Background: an optimization exercise with open tools, aiming at small area. Do not read the settings as production practice. The RTL was checked by simulation tests, not by an equivalence proof against the original design.

run A:
// m_long_unit
module m_long_unit (
    input  wire        clk,
    input  wire        rst,         
    input  wire        issue,
    input  wire [1:0]  op,
    input  wire [63:0] a,
    input  wire [63:0] b,
    input  wire        dvs_we,      
    input  wire [8:0]  dvs_wdata,
    output wire        ready,
    output reg         done,
    output reg  [63:0] qt,
    output reg  [63:0] rm,
    output reg         rd_we,
    output reg  [63:0] rd_data,
    output wire [8:0]  dvs,
    output reg         fault,
    output reg  [1:0]  fault_cause
);
    function [6:0] lzc64(input [63:0] x);
        reg [63:0] v0;
        reg [31:0] v1; reg [31:0] c1;
        reg [15:0] v2; reg [31:0] c2;
        reg [7:0]  v3; reg [23:0] c3;
        reg [3:0]  v4; reg [15:0] c4;
        reg [1:0]  v5; reg [9:0]  c5;
        integer i;
        begin
            v0 = x;
            for (i = 0; i < 32; i = i + 1) begin
  ...
export LEC_CHECK = 0
export ABC_AREA = 1
export CAP_MARGIN = 5
export CORE_MARGIN = 2
export CORE_UTILIZATION = 50
export PLACE_DENSITY = 0.6
export SLEW_MARGIN = 5
create_clock -name core_clock -period 16.0 [get_ports {clk}]
standard.sh (not shown) runs the stock make flow with config.mk's settings and CLKGATE_MAP_FILE= SYNTH_SCRIPT=/design/flow/synth_recipe.tcl, a recipe that flattens the netlist after the stock synthesis.
==> flow/flow/run.sh <==
#!/bin/bash
set -euo pipefail
bash standard.sh "BUFFER_PORTS_ARGS=-buffer_cell sky130_fd_sc_hd__buf_1" finish > standard_make.log 2>&1
The following lists how run B was set up differently from run A:
- a change of PLACE_DENSITY from 0.6 to 0.65
- a change of SLEW_MARGIN from 5 to 20
- a change of CAP_MARGIN from 5 to 20
- an added CTS_BUF_LIST of sky130_fd_sc_hd__clkbuf_8
- an added CTS_CLUSTER_SIZE of 30
- a change of CORE_UTILIZATION from 50 to 55
[summary]
In the flow results for run A and run B, the area growth from synthesis to final layout is larger on run A.
Run A → run B: met3 wirelength from detailed routing picked up an extra about 14%, global-route usage over all layers now larger.
Run A → run B: number of max-slew violations in the final report shows no meaningful change; logic depth of the worst path, buffers included lower; utilization went up 4.8 points; clock latency on the worst-skew pair climbed 0.06 ns.
Maximum number of pins on one net before global-route repair (run A / run B): 1.16
--- input diff run B..run C ---
- removing CTS_BUF_LIST (formerly sky130_fd_sc_hd__clkbuf_8)
- changing CORE_UTILIZATION from 55 to 65
- removing CTS_CLUSTER_SIZE (formerly 30)
- changing PLACE_DENSITY from 0.65 to 0.75
--- outcome ---
Run C finished all stages; layout check result: FAIL, due to max-slew violations.
Diff run B -> run C: number of standard cells in the layout, taps in and fillers out fell about 3.4%, die area fell 11000 µm², horizontal extent of the die fell 7.9%, via count of the first global-routing pass rose 6.0%.
Inputs modified between run C and run D:
- CORE_UTILIZATION: 65 -> 50
- PLACE_DENSITY: 0.75 -> 0.6
[summary]
- Summary across run D and run C: the single failing run is run C.
- Iteration-0 DRC count of the detailed router (lower): run D
- Relative to run C, number of optimization iterations in the first detailed-route pass has decreased by 4 in run D.
- As far as post-synthesis cell area goes, run D and run C are indistinguishable; the numbers are identical.
- The final reports for run D and run C show arrival time reported for the critical path endpoint lower in the former.
- Ratio of final minimum period to clock period ends up lower on run D.
- Relative to run C, the final-layout fill cell count measured on run D has increased by more than half.
Changes in run E relative to run D:
- CORE_UTILIZATION now 55, was 50
- CTS_CLUSTER_SIZE now 40, previously not set
- CTS_BUF_LIST now sky130_fd_sc_hd__clkbuf_8, previously not set
- PLACE_DENSITY now 0.65, was 0.6
==> run notes <==
- In run E relative to run D, number of cells on the critical path had gone down slightly.
- Re total of fill cells in the finished design: run D was higher than run E.
- Comparing run E and run D, the lower initial antenna violation count was measured on run D.
- Met2 global-route usage (run E over run D): increase, 3.8 points

---

Another version of the RTL of m_long_unit (not shown whole).
For scale: roughly 5100 cells after synthesis, roughly 350 I/O pins.
// m_long_unit
module m_long_unit (
    input  wire        clk,
    input  wire        rst,         
    input  wire        issue,
    input  wire [1:0]  op,
    input  wire [63:0] a,
    input  wire [63:0] b,
    input  wire        dvs_we,      
    input  wire [8:0]  dvs_wdata,
    output wire        ready,
    output reg         done,
    output reg  [63:0] qt,
    output reg  [63:0] rm,
    output reg         rd_we,
    output reg  [63:0] rd_data,
    output wire [8:0]  dvs,
    output reg         fault,
    output reg  [1:0]  fault_cause
);
Settings: LEC_CHECK=0, ABC_AREA=1, CAP_MARGIN=20, CORE_MARGIN=2, CORE_UTILIZATION=58, PLACE_DENSITY=0.68, SLEW_MARGIN=20; clock period 16.0 ns.
Scripts as last shown in full above: flow/flow/run.sh
The first run reached the layout checks and failed them: negative setup slack.
Rerun with:
- CORE_UTILIZATION: 58 -> 50
- PLACE_DENSITY: 0.68 -> 0.6
The new run finished with negative setup slack left.
Setup slack improves by 0.44 ns.
Routed wire length climbs by 4.0%.
Register-to-register slack improves by 0.44 ns.
Count of clock-buffer cells in the layout climbs by 8.
Area after synthesis does not change.
Clock skew drops by 0.013 ns.
Worst hold slack degrades by 0.0033 ns.
Cell area climbs by 2.6%.
Sequential cell count stays the same.
Global-route usage drops by 3.8 points.

---

job 101:
m_long_unit, a different RTL version from the one above (not shown whole).
Size in the first run: roughly 5300 cells after synthesis, roughly 420 flip-flops.
Settings: LEC_CHECK=0, ABC_AREA=1, CAP_MARGIN=20, CORE_MARGIN=2, CORE_UTILIZATION=50, CTS_BUF_LIST=sky130_fd_sc_hd__clkbuf_4, PLACE_DENSITY=0.6, SLEW_MARGIN=20; clock period 16.0 ns.
run.sh (not shown) runs the stock make flow with config.mk's settings and CLKGATE_MAP_FILE= SYNTH_SCRIPT=/design/flow/synth_recipe.tcl, a recipe that flattens the netlist after the stock synthesis.
Stock flow here: none of the scripts above is used.
Edits applied to the flow inputs when going from job 101 to job 102:
==> flow/flow/run.sh (new file) <==
#!/bin/bash
set -euo pipefail
bash standard.sh "BUFFER_PORTS_ARGS=-buffer_cell sky130_fd_sc_hd__buf_1" finish > standard_make.log 2>&1
==> flow/standard.sh (new file) <==
#!/bin/bash
# synth_recipe.tcl (not shown) runs the flow's synth.tcl, then flattens the netlist and writes it again
# the make line also repeats each setting of config.mk as NAME=value (left out here)
make -C /OpenROAD-flow-scripts/flow DESIGN_CONFIG=/design/flow/config.mk WORK_HOME=/design/flow/orfs CLKGATE_MAP_FILE= SYNTH_SCRIPT=/design/flow/synth_recipe.tcl "${@:-finish}"
diff --git a/flow/config.mk b/flow/config.mk
--- a/flow/config.mk
+++ b/flow/config.mk
@@ -10,5 +10,4 @@
 export CORE_MARGIN = 2
 export CORE_UTILIZATION = 50
-export CTS_BUF_LIST = sky130_fd_sc_hd__clkbuf_4
 export PLACE_DENSITY = 0.6
 export SLEW_MARGIN = 20
removed: flow/run.sh
==> comparison <==
- Job 102 against job 101: final period utilization shows an increase of 0.80 points; worst hold slack rose by 0.0086 ns; design area shrank by about 5%.
- Final core utilization on job 102 is down relative to job 101.
- A slowest stage cell on the critical path of sky130_fd_sc_hd__fa_1 is what job 102 shows, while sky130_fd_sc_hd__edfxtp_1 belongs to job 101.
- Compared to job 101, job 102 shows a narrower setup margin.
- For the global routing met3 resource utilization, job 102 came in 0.51 points lower than job 101 did.
- NOTE: via-per-instance ratio in job 102 exceeds that of job 101
diff inputs: job 102 => job 103
==> flow/run.sh (new file) <==
#!/bin/bash
# synth_recipe.tcl (not shown) runs the flow's synth.tcl, then flattens the netlist and writes it again
# the make line also repeats each setting of config.mk as NAME=value (left out here)
make -C /OpenROAD-flow-scripts/flow DESIGN_CONFIG=/design/flow/config.mk WORK_HOME=/design/flow/orfs CLKGATE_MAP_FILE= SYNTH_SCRIPT=/design/flow/synth_recipe.tcl finish
diff --git a/flow/config.mk b/flow/config.mk
--- a/flow/config.mk
+++ b/flow/config.mk
@@ -6,5 +6,4 @@
 export NUM_CORES = 4
 export LEC_CHECK = 0
-export ABC_AREA = 1
 export CAP_MARGIN = 20
 export CORE_MARGIN = 2
removed: flow/flow/run.sh
removed: flow/standard.sh
==> run notes <==
Re sum of routed wire segments on met1: job 103 is 5200 um up on job 102. Per the comparison of job 103 with job 102, worst hold margin went down 0.026 ns; number of clock buffer instances in the layout went down 22%. | non-clock buffer count | lower: job 103 |. Area growth from synthesis to layout in job 103 is 3.1 points higher than in job 102. Share of the final layout cell area in sequential cells: job 103 lower than job 102.
### job 103 -> job 104
diff --git a/flow/config.mk b/flow/config.mk
--- a/flow/config.mk
+++ b/flow/config.mk
@@ -6,4 +6,5 @@
 export NUM_CORES = 4
 export LEC_CHECK = 0
+export ABC_AREA = 1
 export CAP_MARGIN = 20
 export CORE_MARGIN = 2
[summary]
Sequential cell area share ends up lower on job 103. Job 104 vs job 103: die area down by a few percent.

afterwards: timing with drivers on the ports:
No port has a modelled driver above. Below, the same layouts with a new extraction and two added sets of constraints. Step 1 (the two cells are an assumption about what drives the block):
set clk [get_ports {clk}]
set_driving_cell -lib_cell sky130_fd_sc_hd__clkbuf_16 $clk
set_driving_cell -lib_cell sky130_fd_sc_hd__buf_2 [delete_from_list [all_inputs] $clk]
Step 2 also shifts input and output timing later by t, the mid clock arrival at the registers, as if the neighbouring blocks saw the same clock. Slacks: no drivers / after step 1 / after step 2; pairs: no drivers / after step 1.
run	t (ns)	slack for setup (ns)	pins driven straight from the clock port
run A	0.675	1.268 / 1.268 / 1.268	1
run B	0.730	1.095 / 1.095 / 1.095	1
run C	0.658	0.696 / 0.696 / 0.696	1
run D	0.675	1.268 / 1.268 / 1.268	1
run E	0.730	1.095 / 1.095 / 1.095	1
the first run of note 2	0.655	-1.816 / -1.816 / -1.816	1
the second run of note 2	0.692	-1.381 / -1.381 / -1.381	1
job 101	0.962	1.481 / 1.481 / 1.481	1
job 102	0.661	1.352 / 1.352 / 1.352	1
job 103	0.673	2.867 / 2.859 / 2.186	1
job 104	0.674	1.477 / 1.477 / 1.477	1
The setup slack of job 103, which loses most, moves by -0.008 ns with the drivers and by -0.681 ns with both steps.
